This is an optimization exercise on Yosys and OpenROAD, whose aim is small area, a short achievable clock period and few clock cycles per item, not a production implementation.
Function was not checked in any run shown here: the RTL went through the layout flow alone.
Power is estimated from default activity; no workload was simulated.

[config.mk]
export PLATFORM = sky130hd
export DESIGN_NAME = cmd_env_check
export DESIGN_NICKNAME = cmd_env_check
export VERILOG_FILES = /design/flow/design.v
export SDC_FILE = /design/flow/constraint.sdc
export NUM_CORES = 4
export LEC_CHECK = 0
export ABC_CLOCK_PERIOD_IN_PS = 3000
export CAP_MARGIN = 20
export CORE_MARGIN = 2
export CORE_UTILIZATION = 40
export CTS_BUF_LIST = sky130_fd_sc_hd__clkbuf_4 sky130_fd_sc_hd__clkbuf_8
export PLACE_DENSITY = 0.6
export SETUP_SLACK_MARGIN = 5.0
export SLEW_MARGIN = 20
[constraint.sdc]
create_clock -name core_clock -period 8.0 [get_ports {clk}]
set_input_delay 1.6000 -clock core_clock [delete_from_list [all_inputs] [get_ports {clk}]]
set_output_delay 1.6000 -clock core_clock [all_outputs]
set_load 0.01 [all_outputs]
[design.v]
module cmd_env_check (
    input  wire        clk,
    input  wire        rst,             
    input  wire        in_valid,
    output wire        in_ready,
    input  wire [31:0] in_data,
    input  wire        in_last,
    input  wire [31:0] conn_id,         
    input  wire [47:0] bus_counter,     
    output reg         res_valid,
    output reg  [2:0]  res_code,        
    output reg  [2:0]  res_cv,          
    output wire [15:0] res_epoch,       
    output wire        res_epoch_set    
);
    localparam [1023:0] C_STEP = {32'h40000000, 32'h20000000, 32'h10000000, 32'h88000000, 32'h84000000, 32'h82000000, 32'h81000000, 32'h00800000, 32'h80400000, 32'h80200000, 32'h00100000, 32'h80080000, 32'h80040000, 32'h80020000, 32'h00010000, 32'h00008000, 32'h00004000, 32'h80002000, 32'h80001000, 32'h00000800, 32'h80000400, 32'h80000200, 32'h80000100, 32'h80000080, 32'h00000040, 32'h80000020, 32'h00000010, 32'h00000008, 32'h00000004, 32'h00000002, 32'h00000001, 32'h80000000};
    localparam [31:0]   K_A    = 32'h3646F9E5;      
    localparam [31:0]   K_B    = 32'h2CADC2C5;      
    localparam [31:0]   K_C    = 32'h87974A2C;      
    localparam [31:0]   N_ONES = 32'h39C4E761;   
    function [31:0] mat;
        input [1023:0] m;
        input [31:0]   v;
        integer i;
        begin
            for (i = 0; i < 32; i = i + 1)
                mat[i] = ^(m[32*i +: 32] & v);
        end
    endfunction
    function [31:0] rev32;
        input [31:0] v;
        integer i;
        begin
            for (i = 0; i < 32; i = i + 1)
                rev32[i] = v[31 - i];
        end
    endfunction
    assign in_ready = 1'b1;
    wire take = in_valid;
    localparam [2:0] S_H1 = 3'd0, S_H2 = 3'd1, S_H3 = 3'd2, S_PAY = 3'd3,
                     S_PAIR = 3'd4, S_CV1 = 3'd5, S_CV2 = 3'd6, S_OVER = 3'd7;
    reg         nfirst;        
    reg  [2:0]  st;            
    reg  [13:0] rem;           
    wire at_h0   = nfirst;
    wire at_h1   = !nfirst && st == S_H1;
    wire at_h2   = !nfirst && st == S_H2;
    wire at_h3   = !nfirst && st == S_H3;
    wire at_pay  = !nfirst && st == S_PAY;
    wire at_pair = !nfirst && st == S_PAIR;
    wire at_cv1  = !nfirst && st == S_CV1;
    wire at_cv2  = !nfirst && st == S_CV2;
    always @(posedge clk) begin
        if (rst)
            nfirst <= 1'b1;
        else if (take)
            nfirst <= in_last;
    end
    always @(posedge clk) begin
        if (take) begin
            if (nfirst)
                st <= S_H1;
            else case (st)
                S_H1:   st <= S_H2;
                S_H2:   st <= S_H3;
                S_H3:   st <= (in_data[15:2] == 14'd0) ? S_PAIR : S_PAY;
                S_PAY:  st <= (rem == 14'd1) ? S_PAIR : S_PAY;
                S_PAIR: st <= S_CV1;
                S_CV1:  st <= S_CV2;
                default: st <= S_OVER;
            endcase
            if (at_h3)
                rem <= in_data[15:2];
            else if (at_pay)
                rem <= rem - 14'd1;
        end
    end
    wire [31:0] rcid  = rev32(conn_id);
    wire [31:0] in_bs = {in_data[7:0], in_data[15:8], in_data[23:16], in_data[31:24]};
    wire        cv_in = at_cv1 | at_cv2;
    wire [31:0] w_in  = cv_in ? in_data : (in_bs ^ {16'd0, nfirst ? rcid[31:16] : 16'd0});
    wire [31:0] nx;
    wire [214:0] nxt;    
    assign nxt[0] = w_in[5] ^ w_in[12];
    assign nxt[1] = w_in[0] ^ w_in[6];
    assign nxt[2] = w_in[9] ^ w_in[30];
    assign nxt[3] = w_in[7] ^ w_in[10];
    assign nxt[4] = w_in[2] ^ w_in[3];
    assign nxt[5] = w_in[14] ^ w_in[21];
    assign nxt[6] = w_in[22] ^ nxt[0];
    assign nxt[7] = w_in[25] ^ nxt[2];
    assign nxt[8] = w_in[15] ^ w_in[17];
    assign nxt[9] = w_in[11] ^ w_in[29];
    assign nxt[10] = w_in[8] ^ nxt[1];
    assign nxt[11] = w_in[16] ^ nxt[4];
    assign nxt[12] = w_in[31] ^ nxt[3];
    assign nxt[13] = w_in[1] ^ w_in[23];
    assign nxt[14] = w_in[13] ^ w_in[19];
    assign nxt[15] = w_in[24] ^ w_in[26];
    assign nxt[16] = w_in[28] ^ nxt[5];
    assign nxt[17] = w_in[4] ^ w_in[11];
    assign nxt[18] = w_in[7] ^ w_in[20];
    assign nxt[19] = w_in[27] ^ w_in[30];
    assign nxt[20] = w_in[18] ^ nxt[8];
    assign nxt[21] = nxt[11] ^ nxt[12];
    assign nxt[22] = w_in[8] ^ w_in[20];
    assign nxt[23] = w_in[15] ^ w_in[31];
    assign nxt[24] = w_in[26] ^ w_in[29];
    assign nxt[25] = w_in[12] ^ nxt[9];
    assign nxt[26] = w_in[2] ^ nxt[16];
    assign nxt[27] = w_in[28] ^ nxt[6];
    assign nxt[28] = nxt[7] ^ nxt[10];
    assign nxt[29] = w_in[1] ^ w_in[4];
    assign nxt[30] = w_in[12] ^ w_in[17];
    assign nxt[31] = w_in[9] ^ nxt[22];
    assign nxt[32] = w_in[18] ^ nxt[14];
    assign nxt[33] = w_in[20] ^ nxt[17];
    assign nxt[34] = nxt[0] ^ nxt[9];
    assign nxt[35] = nxt[18] ^ nxt[23];
    assign nxt[36] = w_in[14] ^ nxt[20];
    assign nxt[37] = nxt[1] ^ nxt[7];
    assign nxt[38] = w_in[0] ^ w_in[5];
    assign nxt[39] = w_in[0] ^ w_in[7];
    assign nxt[40] = w_in[3] ^ w_in[10];
    assign nxt[41] = w_in[5] ^ w_in[18];
    assign nxt[42] = w_in[13] ^ w_in[21];
    assign nxt[43] = w_in[19] ^ w_in[23];
    assign nxt[44] = w_in[22] ^ w_in[25];
    assign nxt[45] = w_in[24] ^ w_in[25];
    assign nxt[46] = w_in[1] ^ nxt[5];
    assign nxt[47] = w_in[21] ^ nxt[2];
    assign nxt[48] = w_in[24] ^ nxt[13];
    assign nxt[49] = w_in[26] ^ nxt[1];
    assign nxt[50] = w_in[29] ^ nxt[15];
    assign nxt[51] = nxt[3] ^ nxt[8];
    assign nxt[52] = nxt[4] ^ nxt[19];
    assign nxt[53] = nxt[13] ^ nxt[24];
    assign nxt[54] = nxt[18] ^ nxt[24];
    assign nxt[55] = w_in[6] ^ nxt[31];
    assign nxt[56] = nxt[5] ^ nxt[6];
    assign nxt[57] = nxt[6] ^ nxt[29];
    assign nxt[58] = nxt[10] ^ nxt[17];
    assign nxt[59] = nxt[11] ^ nxt[30];
    assign nxt[60] = w_in[11] ^ nxt[3];
    assign nxt[61] = nxt[15] ^ nxt[20];
    assign nxt[62] = nxt[60] ^ nxt[27];
    assign nxt[63] = nxt[37] ^ nxt[61];
    assign nxt[64] = nxt[62] ^ nxt[63];
    assign nxt[65] = w_in[5] ^ w_in[7];
    assign nxt[66] = w_in[21] ^ nxt[1];
    assign nxt[67] = nxt[19] ^ nxt[65];
    assign nxt[68] = nxt[20] ^ nxt[53];
    assign nxt[69] = nxt[66] ^ nxt[67];
    assign nxt[70] = nxt[68] ^ nxt[69];
    assign nxt[71] = w_in[3] ^ nxt[3];
    assign nxt[72] = nxt[25] ^ nxt[32];
    assign nxt[73] = nxt[46] ^ nxt[71];
    assign nxt[74] = nxt[72] ^ nxt[73];
    assign nxt[75] = w_in[6] ^ w_in[8];
    assign nxt[76] = nxt[0] ^ nxt[2];
    assign nxt[77] = nxt[29] ^ nxt[75];
    assign nxt[78] = nxt[76] ^ nxt[77];
    assign nxt[79] = nxt[21] ^ nxt[78];
    assign nxt[80] = w_in[15] ^ w_in[23];
    assign nxt[81] = w_in[26] ^ nxt[38];
    assign nxt[82] = nxt[80] ^ nxt[16];
    assign nxt[83] = nxt[81] ^ nxt[21];
    assign nxt[84] = nxt[82] ^ nxt[83];
    assign nxt[85] = w_in[29] ^ nxt[44];
    assign nxt[86] = nxt[35] ^ nxt[52];
    assign nxt[87] = nxt[85] ^ nxt[86];
    assign nxt[88] = nxt[14] ^ nxt[50];
    assign nxt[89] = nxt[21] ^ nxt[37];
    assign nxt[90] = nxt[56] ^ nxt[88];
    assign nxt[91] = nxt[89] ^ nxt[90];
    assign nxt[92] = w_in[4] ^ nxt[44];
    assign nxt[93] = nxt[16] ^ nxt[32];
    assign nxt[94] = nxt[92] ^ nxt[59];
    assign nxt[95] = nxt[93] ^ nxt[94];
    assign nxt[96] = w_in[0] ^ w_in[2];
    assign nxt[97] = w_in[21] ^ w_in[27];
    assign nxt[98] = nxt[15] ^ nxt[96];
    assign nxt[99] = nxt[97] ^ nxt[35];
    assign nxt[100] = nxt[98] ^ nxt[57];
    assign nxt[101] = nxt[99] ^ nxt[100];
    assign nxt[102] = w_in[21] ^ nxt[14];
    assign nxt[103] = nxt[45] ^ nxt[12];
    assign nxt[104] = nxt[25] ^ nxt[102];
    assign nxt[105] = nxt[55] ^ nxt[103];
    assign nxt[106] = nxt[104] ^ nxt[105];
    assign nxt[107] = w_in[17] ^ w_in[31];
    assign nxt[108] = nxt[41] ^ nxt[43];
    assign nxt[109] = nxt[107] ^ nxt[47];
    assign nxt[110] = nxt[54] ^ nxt[108];
    assign nxt[111] = nxt[109] ^ nxt[110];
    assign nxt[112] = w_in[9] ^ w_in[16];
    assign nxt[113] = nxt[39] ^ nxt[112];
    assign nxt[114] = nxt[46] ^ nxt[50];
    assign nxt[115] = nxt[113] ^ nxt[114];
    assign nxt[116] = w_in[13] ^ nxt[38];
    assign nxt[117] = nxt[45] ^ nxt[11];
    assign nxt[118] = nxt[116] ^ nxt[36];
    assign nxt[119] = nxt[117] ^ nxt[118];
    assign nxt[120] = w_in[3] ^ w_in[24];
    assign nxt[121] = nxt[43] ^ nxt[120];
    assign nxt[122] = nxt[6] ^ nxt[121];
    assign nxt[123] = nxt[28] ^ nxt[36];
    assign nxt[124] = nxt[122] ^ nxt[123];
    assign nxt[125] = w_in[27] ^ nxt[0];
    assign nxt[126] = nxt[7] ^ nxt[33];
    assign nxt[127] = nxt[125] ^ nxt[21];
    assign nxt[128] = nxt[36] ^ nxt[126];
    assign nxt[129] = nxt[127] ^ nxt[128];
    assign nxt[130] = w_in[15] ^ w_in[25];
    assign nxt[131] = nxt[42] ^ nxt[130];
    assign nxt[132] = nxt[12] ^ nxt[31];
    assign nxt[133] = nxt[131] ^ nxt[57];
    assign nxt[134] = nxt[132] ^ nxt[133];
    assign nxt[135] = w_in[12] ^ w_in[21];
    assign nxt[136] = w_in[23] ^ nxt[135];
    assign nxt[137] = nxt[33] ^ nxt[51];
    assign nxt[138] = nxt[136] ^ nxt[28];
    assign nxt[139] = nxt[137] ^ nxt[138];
    assign nxt[140] = w_in[1] ^ w_in[19];
    assign nxt[141] = nxt[15] ^ nxt[41];
    assign nxt[142] = nxt[140] ^ nxt[12];
    assign nxt[143] = nxt[52] ^ nxt[141];
    assign nxt[144] = nxt[58] ^ nxt[142];
    assign nxt[145] = nxt[143] ^ nxt[144];
    assign nxt[146] = w_in[18] ^ w_in[22];
    assign nxt[147] = nxt[146] ^ nxt[54];
    assign nxt[148] = nxt[28] ^ nxt[59];
    assign nxt[149] = nxt[147] ^ nxt[148];
    assign nxt[150] = w_in[4] ^ w_in[28];
    assign nxt[151] = nxt[14] ^ nxt[23];
    assign nxt[152] = nxt[40] ^ nxt[150];
    assign nxt[153] = nxt[10] ^ nxt[34];
    assign nxt[154] = nxt[47] ^ nxt[151];
    assign nxt[155] = nxt[152] ^ nxt[153];
    assign nxt[156] = nxt[154] ^ nxt[155];
    assign nxt[157] = w_in[11] ^ w_in[13];
    assign nxt[158] = w_in[31] ^ nxt[40];
    assign nxt[159] = nxt[157] ^ nxt[49];
    assign nxt[160] = nxt[158] ^ nxt[27];
    assign nxt[161] = nxt[159] ^ nxt[160];
    assign nxt[162] = w_in[10] ^ w_in[23];
    assign nxt[163] = nxt[15] ^ nxt[19];
    assign nxt[164] = nxt[162] ^ nxt[34];
    assign nxt[165] = nxt[163] ^ nxt[26];
    assign nxt[166] = nxt[164] ^ nxt[165];
    assign nxt[167] = w_in[10] ^ w_in[27];
    assign nxt[168] = nxt[4] ^ nxt[42];
    assign nxt[169] = nxt[167] ^ nxt[25];
    assign nxt[170] = nxt[48] ^ nxt[168];
    assign nxt[171] = nxt[37] ^ nxt[169];
    assign nxt[172] = nxt[170] ^ nxt[171];
    assign nxt[173] = nxt[13] ^ nxt[7];
    assign nxt[174] = nxt[34] ^ nxt[35];
    assign nxt[175] = nxt[26] ^ nxt[173];
    assign nxt[176] = nxt[174] ^ nxt[175];
    assign nxt[177] = w_in[3] ^ w_in[13];
    assign nxt[178] = nxt[5] ^ nxt[13];
    assign nxt[179] = nxt[30] ^ nxt[177];
    assign nxt[180] = nxt[33] ^ nxt[178];
    assign nxt[181] = nxt[179] ^ nxt[28];
    assign nxt[182] = nxt[180] ^ nxt[181];
    assign nxt[183] = w_in[14] ^ w_in[27];
    assign nxt[184] = nxt[183] ^ nxt[51];
    assign nxt[185] = nxt[53] ^ nxt[27];
    assign nxt[186] = nxt[55] ^ nxt[184];
    assign nxt[187] = nxt[185] ^ nxt[186];
    assign nxt[188] = w_in[9] ^ w_in[23];
    assign nxt[189] = nxt[188] ^ nxt[6];
    assign nxt[190] = nxt[10] ^ nxt[21];
    assign nxt[191] = nxt[189] ^ nxt[190];
    assign nxt[192] = w_in[16] ^ w_in[30];
    assign nxt[193] = nxt[9] ^ nxt[22];
    assign nxt[194] = nxt[192] ^ nxt[32];
    assign nxt[195] = nxt[48] ^ nxt[193];
    assign nxt[196] = nxt[56] ^ nxt[194];
    assign nxt[197] = nxt[195] ^ nxt[196];
    assign nxt[198] = nxt[2] ^ nxt[13];
    assign nxt[199] = nxt[198] ^ nxt[26];
    assign nxt[200] = nxt[58] ^ nxt[199];
    assign nxt[201] = w_in[20] ^ w_in[30];
    assign nxt[202] = nxt[3] ^ nxt[4];
    assign nxt[203] = nxt[201] ^ nxt[49];
    assign nxt[204] = nxt[202] ^ nxt[27];
    assign nxt[205] = nxt[203] ^ nxt[204];
    assign nxt[206] = w_in[4] ^ w_in[5];
    assign nxt[207] = w_in[16] ^ nxt[8];
    assign nxt[208] = nxt[206] ^ nxt[7];
    assign nxt[209] = nxt[207] ^ nxt[26];
    assign nxt[210] = nxt[208] ^ nxt[209];
    assign nxt[211] = w_in[31] ^ nxt[8];
    assign nxt[212] = nxt[19] ^ nxt[39];
    assign nxt[213] = nxt[25] ^ nxt[211];
    assign nxt[214] = nxt[212] ^ nxt[213];
    assign nx[0] = nxt[64];
    assign nx[1] = nxt[70];
    assign nx[2] = nxt[74];
    assign nx[3] = nxt[79];
    assign nx[4] = nxt[84];
    assign nx[5] = nxt[87];
    assign nx[6] = nxt[91];
    assign nx[7] = nxt[95];
    assign nx[8] = nxt[101];
    assign nx[9] = nxt[106];
    assign nx[10] = nxt[111];
    assign nx[11] = nxt[115];
    assign nx[12] = nxt[119];
    assign nx[13] = nxt[124];
    assign nx[14] = nxt[129];
    assign nx[15] = nxt[134];
    assign nx[16] = nxt[139];
    assign nx[17] = nxt[145];
    assign nx[18] = nxt[149];
    assign nx[19] = nxt[156];
    assign nx[20] = nxt[161];
    assign nx[21] = nxt[166];
    assign nx[22] = nxt[172];
    assign nx[23] = nxt[176];
    assign nx[24] = nxt[182];
    assign nx[25] = nxt[187];
    assign nx[26] = nxt[191];
    assign nx[27] = nxt[197];
    assign nx[28] = nxt[200];
    assign nx[29] = nxt[205];
    assign nx[30] = nxt[210];
    assign nx[31] = nxt[214];
    reg [31:0] nx_q;
    reg [15:0] seed_lo;        
    reg        v_q, f_q, cov_q, c1_q, c2_q, l_q;
    always @(posedge clk) begin
        nx_q    <= nx;
        seed_lo <= rcid[15:0] ^ {bus_counter[39:32], bus_counter[47:40]};
        v_q     <= take & ~rst;
        f_q     <= nfirst;
        cov_q   <= nfirst | (st[2] == 1'b0);
        c1_q    <= at_cv1;
        c2_q    <= at_cv2;
        l_q     <= in_last;
    end
    wire [31:0] ntv;           
    wire [91:0] ntt;    
    assign ntt[0] = seed_lo[5] ^ seed_lo[7];
    assign ntt[1] = seed_lo[9] ^ seed_lo[15];
    assign ntt[2] = seed_lo[1] ^ seed_lo[14];
    assign ntt[3] = seed_lo[2] ^ seed_lo[11];
    assign ntt[4] = seed_lo[4] ^ seed_lo[6];
    assign ntt[5] = seed_lo[8] ^ seed_lo[10];
    assign ntt[6] = seed_lo[13] ^ ntt[1];
    assign ntt[7] = seed_lo[3] ^ seed_lo[5];
    assign ntt[8] = seed_lo[12] ^ seed_lo[14];
    assign ntt[9] = seed_lo[0] ^ ntt[3];
    assign ntt[10] = seed_lo[4] ^ ntt[0];
    assign ntt[11] = seed_lo[9] ^ ntt[2];
    assign ntt[12] = seed_lo[13] ^ ntt[2];
    assign ntt[13] = seed_lo[10] ^ seed_lo[15];
    assign ntt[14] = seed_lo[1] ^ ntt[0];
    assign ntt[15] = seed_lo[6] ^ ntt[6];
    assign ntt[16] = seed_lo[0] ^ seed_lo[5];
    assign ntt[17] = seed_lo[0] ^ seed_lo[14];
    assign ntt[18] = seed_lo[2] ^ seed_lo[13];
    assign ntt[19] = seed_lo[3] ^ seed_lo[8];
    assign ntt[20] = seed_lo[6] ^ seed_lo[12];
    assign ntt[21] = seed_lo[5] ^ ntt[4];
    assign ntt[22] = seed_lo[10] ^ ntt[3];
    assign ntt[23] = seed_lo[10] ^ ntt[4];
    assign ntt[24] = seed_lo[11] ^ ntt[7];
    assign ntt[25] = seed_lo[11] ^ ntt[12];
    assign ntt[26] = seed_lo[15] ^ ntt[14];
    assign ntt[27] = ntt[1] ^ ntt[9];
    assign ntt[28] = ntt[6] ^ ntt[10];
    assign ntt[29] = ntt[7] ^ ntt[15];
    assign ntt[30] = seed_lo[15] ^ ntt[25];
    assign ntt[31] = seed_lo[2] ^ ntt[5];
    assign ntt[32] = ntt[20] ^ ntt[11];
    assign ntt[33] = ntt[31] ^ ntt[32];
    assign ntt[34] = ntt[0] ^ ntt[12];
    assign ntt[35] = ntt[22] ^ ntt[34];
    assign ntt[36] = ntt[7] ^ ntt[18];
    assign ntt[37] = seed_lo[15] ^ ntt[17];
    assign ntt[38] = seed_lo[0] ^ seed_lo[12];
    assign ntt[39] = ntt[0] ^ ntt[13];
    assign ntt[40] = ntt[38] ^ ntt[39];
    assign ntt[41] = seed_lo[1] ^ seed_lo[9];
    assign ntt[42] = ntt[4] ^ ntt[41];
    assign ntt[43] = ntt[5] ^ ntt[17];
    assign ntt[44] = ntt[43] ^ ntt[29];
    assign ntt[45] = ntt[8] ^ ntt[9];
    assign ntt[46] = ntt[45] ^ ntt[29];
    assign ntt[47] = ntt[5] ^ ntt[12];
    assign ntt[48] = ntt[21] ^ ntt[47];
    assign ntt[49] = seed_lo[4] ^ seed_lo[8];
    assign ntt[50] = ntt[49] ^ ntt[11];
    assign ntt[51] = ntt[24] ^ ntt[50];
    assign ntt[52] = seed_lo[3] ^ ntt[10];
    assign ntt[53] = ntt[22] ^ ntt[52];
    assign ntt[54] = seed_lo[13] ^ ntt[5];
    assign ntt[55] = ntt[16] ^ ntt[54];
    assign ntt[56] = seed_lo[8] ^ seed_lo[14];
    assign ntt[57] = ntt[56] ^ ntt[6];
    assign ntt[58] = ntt[9] ^ ntt[57];
    assign ntt[59] = seed_lo[7] ^ ntt[3];
    assign ntt[60] = ntt[19] ^ ntt[59];
    assign ntt[61] = ntt[15] ^ ntt[60];
    assign ntt[62] = seed_lo[4] ^ ntt[2];
    assign ntt[63] = ntt[62] ^ ntt[27];
    assign ntt[64] = ntt[1] ^ ntt[21];
    assign ntt[65] = ntt[10] ^ ntt[11];
    assign ntt[66] = seed_lo[1] ^ seed_lo[3];
    assign ntt[67] = ntt[5] ^ ntt[18];
    assign ntt[68] = ntt[66] ^ ntt[67];
    assign ntt[69] = ntt[23] ^ ntt[27];
    assign ntt[70] = seed_lo[1] ^ seed_lo[12];
    assign ntt[71] = ntt[70] ^ ntt[24];
    assign ntt[72] = ntt[13] ^ ntt[20];
    assign ntt[73] = seed_lo[12] ^ ntt[5];
    assign ntt[74] = ntt[73] ^ ntt[26];
    assign ntt[75] = seed_lo[8] ^ ntt[1];
    assign ntt[76] = ntt[14] ^ ntt[75];
    assign ntt[77] = ntt[8] ^ ntt[28];
    assign ntt[78] = seed_lo[11] ^ ntt[28];
    assign ntt[79] = seed_lo[7] ^ ntt[4];
    assign ntt[80] = ntt[8] ^ ntt[13];
    assign ntt[81] = ntt[79] ^ ntt[80];
    assign ntt[82] = seed_lo[0] ^ seed_lo[6];
    assign ntt[83] = seed_lo[7] ^ ntt[82];
    assign ntt[84] = ntt[83] ^ ntt[25];
    assign ntt[85] = ntt[4] ^ ntt[19];
    assign ntt[86] = ntt[9] ^ ntt[85];
    assign ntt[87] = ntt[26] ^ ntt[86];
    assign ntt[88] = ntt[0] ^ ntt[8];
    assign ntt[89] = ntt[8] ^ ntt[23];
    assign ntt[90] = seed_lo[12] ^ ntt[16];
    assign ntt[91] = ntt[11] ^ ntt[90];
    assign ntv[0] = ntt[30];
    assign ntv[1] = ntt[33];
    assign ntv[2] = ntt[35];
    assign ntv[3] = ntt[36];
    assign ntv[4] = ntt[37];
    assign ntv[5] = ntt[40];
    assign ntv[6] = ntt[42];
    assign ntv[7] = ntt[44];
    assign ntv[8] = ntt[46];
    assign ntv[9] = ntt[48];
    assign ntv[10] = ntt[51];
    assign ntv[11] = ntt[53];
    assign ntv[12] = ntt[55];
    assign ntv[13] = ntt[58];
    assign ntv[14] = ntt[61];
    assign ntv[15] = ntt[63];
    assign ntv[16] = ntt[64];
    assign ntv[17] = ntt[65];
    assign ntv[18] = ntt[68];
    assign ntv[19] = ntt[69];
    assign ntv[20] = ntt[71];
    assign ntv[21] = ntt[72];
    assign ntv[22] = ntt[74];
    assign ntv[23] = ntt[76];
    assign ntv[24] = ntt[77];
    assign ntv[25] = ntt[78];
    assign ntv[26] = ntt[81];
    assign ntv[27] = ntt[84];
    assign ntv[28] = ntt[87];
    assign ntv[29] = ntt[88];
    assign ntv[30] = ntt[89];
    assign ntv[31] = ntt[91];
    reg  [31:0] f_a, g_b, g_c;
    wire [31:0] cf_a   = mat(C_STEP, f_a);
    wire [31:0] cg_b   = mat(C_STEP, g_b);
    wire [31:0] cg_c   = mat(C_STEP, g_c);
    reg         l1b, l2c;      
    wire [31:0] cg_sel = c1_q ? (l1b ? cg_b : 32'd0) : (l2c ? cg_c : cg_b);
    wire [31:0] f_next = nx_q ^ (f_q ? (ntv ^ K_A) : cf_a);
    wire        cv_ok  = (nx_q == (cf_a ^ cg_sel ^ N_ONES));
    reg         cv1_ok;
    always @(posedge clk) begin
        if (v_q && cov_q) begin
            f_a <= f_next;
            g_b <= f_q ? K_B : cg_b;
            g_c <= f_q ? K_C : cg_c;
        end
        if (v_q && c1_q)
            cv1_ok <= cv_ok;
    end
    reg [31:0] bc_lo;          
    reg [31:0] env_base;       
    reg        sub_q;          
    reg [15:0] ep_q;
    reg        s4_hi, s4_ok, kf_ok, pc_ok;
    wire [31:0] eb_sub = env_base - bc_lo;
    always @(posedge clk) begin
        if (nfirst)
            bc_lo <= bus_counter[31:0];
        sub_q <= take & at_h1;
        if (take & at_h0)
            env_base[31:16] <= in_data[15:0];
        else if (sub_q)
            env_base[31:16] <= eb_sub[31:16];
        if (take & at_h1)
            env_base[15:0] <= in_data[31:16];
        else if (sub_q)
            env_base[15:0] <= eb_sub[15:0];
        if (take) begin
            if (at_h1)
                s4_hi <= (in_data[15:0] == bc_lo[31:16]);
            if (at_h2) begin
                s4_ok <= s4_hi && (in_data[31:16] == bc_lo[15:0]);
                ep_q  <= in_data[15:0];
            end
            if (at_h3)
                kf_ok <= (in_data[31:16] == 16'h3000) && (in_data[1:0] == 2'b00);
            if (at_pair) begin
                l1b   <= (in_data[31:24] == 8'h06);
                l2c   <= (in_data[31:24] == 8'h05) || (in_data[31:24] == 8'h06);
                pc_ok <= ((in_data[31:24] == 8'h03) || (in_data[31:24] == 8'h05) ||
                          (in_data[31:24] == 8'h06)) && (in_data[23:0] == 24'd0);
            end
        end
    end
    reg [15:0] acc_ep;         
    reg        ep_set;
    reg [31:0] bc0, bc1;       
    reg        bsel;
    reg        base_set;
    reg [1:0]  cand_cnt;       
    wire [15:0] ep_diff = ep_q - acc_ep;
    reg         eq0, eq1, ep_eq, ep_newer;
    always @(posedge clk) begin
        eq0      <= (env_base == bc0);
        eq1      <= (env_base == bc1);
        ep_eq    <= ep_set && (ep_diff == 16'd0);
        ep_newer <= ep_set && (ep_diff != 16'd0) && !ep_diff[15];
    end
    wire base_eq = base_set && (bsel ? eq1 : eq0);
    wire cand_eq = bsel ? eq0 : eq1;
    wire done   = v_q & l_q;
    wire s2_ok  = c2_q && kf_ok && pc_ok;
    wire s5_ok  = !base_set || base_eq || ep_newer;
    wire s6_ok  = ep_eq || ep_newer;
    reg [2:0] code_r;
    always @* begin
        if (!s4_ok)      code_r = 3'd4;
        else if (!s5_ok) code_r = 3'd5;
        else if (!s6_ok) code_r = 3'd6;
        else             code_r = 3'd0;
    end
    wire cv2_ok = cv_ok;
    wire pre    = done & s2_ok & cv1_ok;    
    wire [2:0] code_ok  = !s2_ok ? 3'd2 : !cv1_ok ? 3'd3 : code_r;
    wire [2:0] code_bad = !s2_ok ? 3'd2 : 3'd3;
    wire [2:0] cvf_ok  = {1'b0, s2_ok & l1b & !cv1_ok, s2_ok & !l1b & !cv1_ok};
    wire [2:0] cvf_bad = {s2_ok & l2c & cv1_ok, s2_ok & !l2c & cv1_ok, 1'b0};
    wire r_code0 = code_r == 3'd0;
    wire r_code5 = code_r == 3'd5 && ep_eq;
    wire cand_go = cand_cnt != 2'd0 && cand_eq;
    wire u_ep    = pre & ((r_code0 & ep_newer) | (code_r == 3'd6 & !ep_set));
    wire u_base  = pre & r_code0 & (ep_newer | !base_set);
    wire u_adopt = pre & r_code5 & cand_go & cand_cnt == 2'd3;
    wire u_inc   = pre & r_code5 & cand_go & cand_cnt != 2'd3;
    wire u_cand  = pre & r_code5 & !cand_go;
    wire u_clr   = pre & (r_code0 | u_adopt);
    wire w_base = cv2_ok & u_base;
    wire w_cand = cv2_ok & u_cand;
    always @(posedge clk) begin
        if ((w_base & !bsel) | (w_cand & bsel))
            bc0 <= env_base;
        if ((w_base & bsel) | (w_cand & !bsel))
            bc1 <= env_base;
    end
    always @(posedge clk) begin
        if (rst) begin
            acc_ep   <= 16'd0;
            ep_set   <= 1'b0;
            base_set <= 1'b0;
            bsel     <= 1'b0;
            cand_cnt <= 2'd0;
        end else if (cv2_ok) begin
            if (u_ep) begin
                acc_ep <= ep_q;
                ep_set <= 1'b1;
            end
            if (u_base)
                base_set <= 1'b1;
            else if (u_adopt)
                bsel <= !bsel;
            if (u_cand)
                cand_cnt <= 2'd1;
            else if (u_inc)
                cand_cnt <= cand_cnt + 2'd1;
            else if (u_clr)
                cand_cnt <= 2'd0;
        end
    end
    always @(posedge clk) begin
        if (rst)
            res_valid <= 1'b0;
        else
            res_valid <= done;
        res_code <= cv2_ok ? code_ok : code_bad;    
        res_cv   <= cv2_ok ? cvf_ok : cvf_bad;
    end
    assign res_epoch     = acc_ep;
    assign res_epoch_set = ep_set;
endmodule
[run.sh]
#!/bin/bash
# synth_recipe.tcl (not shown) runs the flow's synth.tcl, then flattens the netlist and writes it again
# the make line also repeats each setting of config.mk as NAME=value (left out here)
make -C /OpenROAD-flow-scripts/flow DESIGN_CONFIG=/design/flow/config.mk WORK_HOME=/design/flow/orfs CLKGATE_MAP_FILE= SYNTH_SCRIPT=/design/flow/synth_recipe.tcl finish
==> results.toml, run 1 <==
[detailed_routing]
wl_met2_mm = 33.71
wl_mm = 67.60
wl_met1_mm = 27.30
vias_per_cell = 5.242
first_pass_iters = 6
ant_nets = 0
wl_per_cell_um = 21.62
route.vias.total = 16390
drc = 0
top_layer = "met4"
dr_wl_met3_mm = 3.122
drt_iter0_drc = 1111

[critical_path]
worstPathCellList = "buf_12, buf_6, and2b_2, nand2b_1, a21oi_1, a211oi_2, or4b_4, or4_4, buf_12, or3_4, a21oi_2"
worstPathArrival_ns = 3.96
critPathTopFamily = "simple AND/OR/NAND/NOR gates"
cpMostUsedCell = "buf_12"
reg2reg_depth = 11
crit_buf_inv = 3
slowest_stage = "or4_4"
crit_fanout = 7
path_class = "register to register"
rr_endpoint = "cand_cnt[0]"
r2r_start = "l2c"
setup.worst_path.start_class = "register"
critPathMaxStageDelay_ns = 0.62
crit_path_end_kind = "register"
cp.required_ns = 8.55
ff2ff_setup_slack_ns = 4.59

[grt]
grt_overflow = 0
antenna_found_initial = 1
grt_pass1_wl_mm = 98.68
first_global_vias = 16610
grt_start_max_net_pins = 112
grt_use_total = 0.2331

[power]
power_mw = 7.155
p_leak_nw = 10.86
powerDensity_nw_per_um2 = 248.9
peakVddDrop_mv = 0.1477

[worst_hold_path]
holdPathStages = 2
hold_path_end = "base_set"
min-delay-start = "base_set"
hold_path.class = "register to register"

[clock_tree]
postCtsHoldBufs = 0
cts.sinks = 352
ctsLongestPathBuffers = 3
ctsRootBufferMaster = "clkbuf_8"
clk_pin_slew_ns = 0.06
cts_tree = "built"
htree_num_levels = 3
worst_skew_pair.late_latency_ns = 0.65
cts_buffers = 67

[timing]
setup_tns_ns = 0
rsz0062_at_grt = "true"
min_period_over_period = 0.4263
worst_pin_slew_ns = 1.201
fin_crit_ns = 3.410
fin_skew_ns = 0.03771
max_freq_mhz = 293.2
layout_setup_ws_ns = 4.590
hold_violations = 0
setup_viol = 0
slew-limit-headroom = 0.1968
finalMaxSlewViolations = 0

[place]
place_ws_ns = 2.814
dp.cells = 2820
place_area_um2 = 24270
gp_congestion = 0.8947
io_buffers = 139
dp_hpwl_mm = 45.53

[synthesis]
synth_seq_cells = 352
syn_inst = 2066
ys_seq_area_frac = 0.4475
avgSynthCellArea_um2 = 10.48
synth_edf_count = 264
synth_cell_types = 75
syn_area_um2 = 21650
yosysWarningCount = 1
synth_ff_type = "edfxtp_1"
synthArstFlopShare = 0
synth_nets = 2233

[outcome]
status = "timing/DRC/antenna clean"

[die]
start_util = 0.4031
core_um2 = 53710
die_h_um = 236.7
dieWidth_um = 236.7
ios = 141
rows = 85
die_area_um2 = 56010

[final_layout]
fillers = 4618
final_area_um2 = 28740
stdcell_count = 3127
syn2layout_area_growth_pct = 32.75
multi_input_area_um2 = 13060
insertedDiodeCount = 0
drive_gt1_frac = 0.2534
fin_nets = 2547
layout.area.seq_um2 = 9707

[flow_run]
maxCapViolations = 0
-- where the power goes --
group          internal, mW  switching [mW]  leakage (nW)
clock network          1.05           0.794         0.730
logic                  1.41            1.43          6.97
registers              2.26           0.219          3.15
total                  4.72            2.44          10.9
-- synthesized netlist by cell type (26+ instances only) --
cell,n,share of area
nand2b_1,30,0.0087
ha_1,50,0.029
nor3_1,31,0.0072
dfxtp_1,88,0.081
nand3_1,40,0.0092
a21o_1,26,0.0090
nor4_1,33,0.0095
o21ai_0,73,0.017
nor2b_1,30,0.0087
inv_1,73,0.013
mux2i_1,50,0.023
nand2_1,98,0.017
edfxtp_1,264,0.37
xor2_1,231,0.093
clkbuf_1,75,0.013
nor2_1,143,0.025
a21oi_1,119,0.028
xnor2_1,362,0.15
-- flip-flops by register name, indices dropped and copies added (netlist names), 2 cells and up --
name / flops
seed_lo: 16
g_c: 32
bc0: 32
acc_ep: 16
cand_cnt: 2
g_b: 32
env_base: 32
res_cv: 3
ep_q: 16
bc_lo: 32
bc1: 32
rem: 14
res_code: 3
st: 3
f_a: 32
nx_q: 32
-- worst register-to-register path: cells and delay by family (launching register included) --
family	cells	cell delay, ns
DFF	1	0.43
buffers and inverters	3	0.50
and+or+nand+nor	5	1.95
AOI/OAI and AO/OA	3	0.45
-- area by class of cell --
| type | count | area share |
|---|---|---|
| clock buffers | 103 | 0.04323 |
| clock inverters | 17 | 0.004397 |
| inverters | 73 | 0.009533 |
| multi-input cells | 1543 | 0.4543 |
| flip-flops and latches | 352 | 0.3377 |
| well taps | 696 | 0.03030 |
| repair buffers | 343 | 0.1205 |
-- metrics by stage --
step	utilization	hold slack (ns)
2_1_floorplan	-	0.4334
3_3_place_gp	0.4519	0.4499
3_5_place_dp	0.4519	0.4602
4_1_cts	0.5171	0.4700
5_1_grt	0.5352	0.4994
6_report	0.5352	0.4697
-- routing by layer --
layer,GRT usage,vias to the layer above
met5,0,-
met4,0.1162,0
met3,0.04255,170
met2,0.4044,485
met1,0.2774,7970
li1,-,7768
-- cell usage in the layout (no fill, tap or decap), types with 32 or more instances in the layout --
| cell | synthesis | final |
|---|---|---|
| a21oi_1 | 119 | 98 |
| buf_4 | 10 | 147 |
| clkbuf_8 | 0 | 75 |
| clkdlybuf4s50_1 | 0 | 66 |
| dfxtp_1 | 88 | 80 |
| dlygate4sd2_1 | 0 | 41 |
| edfxtp_1 | 264 | 264 |
| ha_1 | 50 | 41 |
| inv_1 | 73 | 73 |
| nand2_1 | 98 | 88 |
| nand3_1 | 40 | 39 |
| nor2_1 | 143 | 137 |
| nor4_1 | 33 | 32 |
| o21ai_0 | 73 | 51 |
| xnor2_1 | 362 | 304 |
| xnor2_2 | 8 | 42 |
| xor2_1 | 231 | 201 |
-- how the worst max path moves through the flow --
| stage | from | to | cells after the start |
|---|---|---|---|
| finish | l2c | cand_cnt[0] | 11 |
| CTS | f_a[31] | cand_cnt[0] | 10 |
| detailed placement | c1_q | bc0[15] | 7 |
| global placement | c1_q | bc0[15] | 7 |
| floorplan | l2c | bc0[0] | 11 |
| global route | l2c | bc1[21] | 11 |
-- kinds of logic (layout without fill, tap and decap cells) --
| group | Yosys count | after routing | share of synthesized area |
|---|---|---|---|
| mux | 58 | 58 | 0.02837 |
| compound gates | 314 | 314 | 0.08946 |
| flops | 352 | 352 | 0.4475 |
| simple gates | 506 | 511 | 0.1161 |
| buf+inv | 176 | 536 | 0.03658 |
| other cells | 1 | 1 | 0.0001732 |
| xor+xnor | 608 | 608 | 0.2520 |
| fa+ha+maj | 51 | 51 | 0.02982 |
-- timing repair --
action                     in CTS  in global routing
buffers inserted              131                 44
gates cloned                    8                  3
gates resized for setup       279                130
setup endpoints to repair     204                146
pin swaps                      81                 60
==> run 2, diff against run 1 <==
==> flow/run.sh (new file) <==
#!/bin/bash
# The standard layout, except that the ports are buffered with
# sky130_fd_sc_hd__buf_1 (the resizer sizes them up where timing needs it)
# instead of the delay buffer buffer_ports picks by default.
set -euo pipefail
export BUFFER_PORTS_ARGS="-buffer_cell sky130_fd_sc_hd__buf_1"
bash standard.sh > standard.log 2>&1
==> standard.sh (new file) <==
#!/bin/bash
# synth_recipe.tcl (not shown) runs the flow's synth.tcl, then flattens the netlist and writes it again
# the make line also repeats each setting of config.mk as NAME=value (left out here)
make -C /OpenROAD-flow-scripts/flow DESIGN_CONFIG=/design/flow/config.mk WORK_HOME=/design/flow/orfs CLKGATE_MAP_FILE= SYNTH_SCRIPT=/design/flow/synth_recipe.tcl "${@:-finish}"
removed: run.sh
==> run 2 against run 1 <==
Compared with the run above:
- clock skew is 0.013 ns higher
- sequential share of layout area increased by 2.6 points
- sequential power about the same
- setup slack gained 0.067 ns
- sequential cell count is the same
- global-route usage shrank 0.68 points
- total power shrank 5.4%
- count of clock-buffer cells in the layout decreased by 3
==> results.toml, run 2 <==
[clock_tree]
ctsRootBufferMaster = "clkbuf_8"
postCtsHoldBufs = 0
cts_tree = "built"
worst_skew_pair.late_latency_ns = 0.66
htree_num_levels = 3
clk_pin_slew_ns = 0.06
cts_buffers = 67
cts.sinks = 352
ctsLongestPathBuffers = 3

[grt]
first_global_vias = 16230
grt_use_total = 0.2263
grt_start_max_net_pins = 108
grt_pass1_wl_mm = 96.39
antenna_found_initial = 2
grt_overflow = 0

[detailed_routing]
vias_per_cell = 5.233
drc = 0
drt_iter0_drc = 1105
wl_per_cell_um = 20.94
ant_nets = 0
wl_mm = 64.09
route.vias.total = 16010
first_pass_iters = 5

[synthesis]
synth_seq_cells = 352
syn_area_um2 = 21650
netlist.area_leader.share = 0.3661
yosysWarningCount = 1
synth_cell_types = 75
synth_ff_type = "edfxtp_1"
avgSynthCellArea_um2 = 10.48
synth_edf_count = 264
yosysMostFrequentCell = "xnor2_1"
syn_inst = 2066
synth_nets = 2233
synthTopCellsByCount = "362 x xnor2_1, 264 x edfxtp_1, 231 x xor2_1, 143 x nor2_1, 119 x a21oi_1"
synth_top_area_cell = "edfxtp_1"
yosys-top-cells-area = "edfxtp_1 37%, xnor2_1 15%, xor2_1 9.3%, dfxtp_1 8.1%, ha_1 2.9%"
ys_seq_area_frac = 0.4475
synthArstFlopShare = 0

[timing]
hold_violations = 0
worst_pin_slew_ns = 1.062
fin_crit_ns = 3.343
rsz0062_at_grt = "true"
max_freq_mhz = 299.1
setup_viol = 0
slew-limit-headroom = 0.2920
setup_tns_ns = 0
finalMaxSlewViolations = 0
min_period_over_period = 0.4179
fin_skew_ns = 0.05061
layout_setup_ws_ns = 4.657

[critical_path]
rr_endpoint = "bc1[13]"
ff2ff_setup_slack_ns = 4.66
worstPathArrival_ns = 3.70
crit_path_end_kind = "register"
crit_fanout = 16
reg2reg_depth = 13
r2r_start = "l2c"
cp.required_ns = 8.36
setup.worst_path.start_class = "register"
path_class = "register to register"

[final_layout]
final_common_cell = "xnor2_1"
multi_input_area_um2 = 12600
syn2layout_area_growth_pct = 23.01
insertedDiodeCount = 0
fin_nets = 2477
fillers = 4888
layout.area.seq_um2 = 9701
final_area_um2 = 26630
final_cell_mix = "328 x xnor2_1, 264 x edfxtp_1, 216 x xor2_1"
drive_gt1_frac = 0.2056

[outcome]
status = "timing/DRC/antenna clean"

[place]
io_buffers = 139
gp_congestion = 0.9012
place_area_um2 = 23450
place_ws_ns = 2.824
dp_hpwl_mm = 44.90

[power]
powerDensity_nw_per_um2 = 254.0
power_mw = 6.766
p_leak_nw = 9.673
peakVddDrop_mv = 0.1357

[die]
start_util = 0.4031
die_h_um = 236.7
ios = 141
dieWidth_um = 236.7
core_um2 = 53710
die_area_um2 = 56010
rows = 85

[worst_hold_path]
hold_path.class = "register to register"
min-delay-start = "l_q"
hold_path_end = "res_valid"
holdPathStages = 2

[flow_run]
maxCapViolations = 0
-- run 2: where the power goes --
part / internal (mW) / total, mW / leakage [nW] / switching [mW]
Combinational: 1.17 / 2.47 / 5.79 / 1.30
Clock: 1.02 / 1.82 / 0.731 / 0.806
Sequential: 2.26 / 2.47 / 3.15 / 0.218
Total: 4.45 / 6.77 / 9.67 / 2.32
-- run 2: worst max path at each step --
stage               startpoint      end  slack (ns)  cells past startpoint
floorplan                  l2c   bc0[0]        4.61                     11
global placement          c1_q  bc0[14]        3.02                      7
detailed placement        c1_q  bc0[21]        2.82                      7
CTS                        l2c  bc1[19]        4.66                     11
global route               l2c  bc1[11]        4.59                     11
finish                     l2c  bc1[13]        4.66                     13
-- run 2: final cells by class --
cell class | count | share of cell area
Clock buffer | 100 | 0.04580
Timing Repair Buffer | 271 | 0.06783
Inverter | 73 | 0.01029
Multi-Input combinational cell | 1545 | 0.4732
Tap cell | 696 | 0.03270
Sequential cell | 352 | 0.3642
Clock inverter | 23 | 0.005919
-- run 2: through the flow --
stage                     hold WS, ns  std cells    util
after CTS                      0.4656       3028  0.4855
after floorplan                0.4334       2066       -
after global routing           0.4865       3060  0.4959
after detailed placement       0.4612       2826  0.4366
after global placement         0.4484       2826  0.4366
final                          0.4647       3060  0.4959
-- run 2: routing by layer --
metal  wire length, µm  track usage
met1             26860       0.2811
met2             32130       0.3945
met4              2130      0.08247
met3              2958      0.03882
met5                13            0
-- run 2: repair_timing --
action / in CTS / in global routing
resized for setup: 137 / 71
cloned: 10 / 1
buffers inserted: 69 / 30
hold endpoints to repair: 0 / 0
pin swaps: 54 / 27
endpoints found under the setup margin: 141 / 124
-- run 2: cell families after synthesis --
logic type               count (synthesis)  synth area share
XOR/XNOR                               608            0.2520
AO/OA/AOI/OAI                          314           0.08946
AND/OR/NAND/NOR                        506            0.1161
flip-flops                             352            0.4475
adder cells (fa/ha/maj)                 51           0.02982
buffers and inverters                  176           0.03658
multiplexers                            58           0.02837
other                                    1         0.0001732
-- run 2: worst max-delay path, stage by stage, from the launching register on --
cell and delay, ns:
edfxtp_1 0.44, buf_12 0.17, buf_6 0.11, and2b_2 0.24, buf_4 0.16, nand2b_1 0.09, a21oi_1 0.10, nor4b_4 0.36
nand4_1 0.12, buf_4 0.18, or4_4 0.60, buf_6 0.18, nor2_4 0.12, buf_12 0.17

## static timing again, ports no longer ideal
In the flow no input, the clock included, has a driving cell. The finished layouts below were timed again as built, in two steps.
Step 1 assumes that a clkbuf_16 drives the clock port and a buf_2 every other input.
Step 2 moves the port delays by t, midway between the first and last clock arrival at a register: inputs arrive t later, outputs are due t later. That takes back most of the time a late clock gives input paths.
Three values: ideal ports, drivers, drivers and shift; two values: the first two.
run	t, ns	setup slack, ns	slew at the worst register clock pin (ns)
run 1	0.682	4.590 / 4.590 / 4.299	0.07 / 0.07
run 2	0.692	4.657 / 4.657 / 4.400	0.06 / 0.06
After both steps setup and hold are still met in every run listed. For run 1, which loses most, drivers alone change the setup slack by 0.000 ns; drivers and shift together by -0.291 ns.
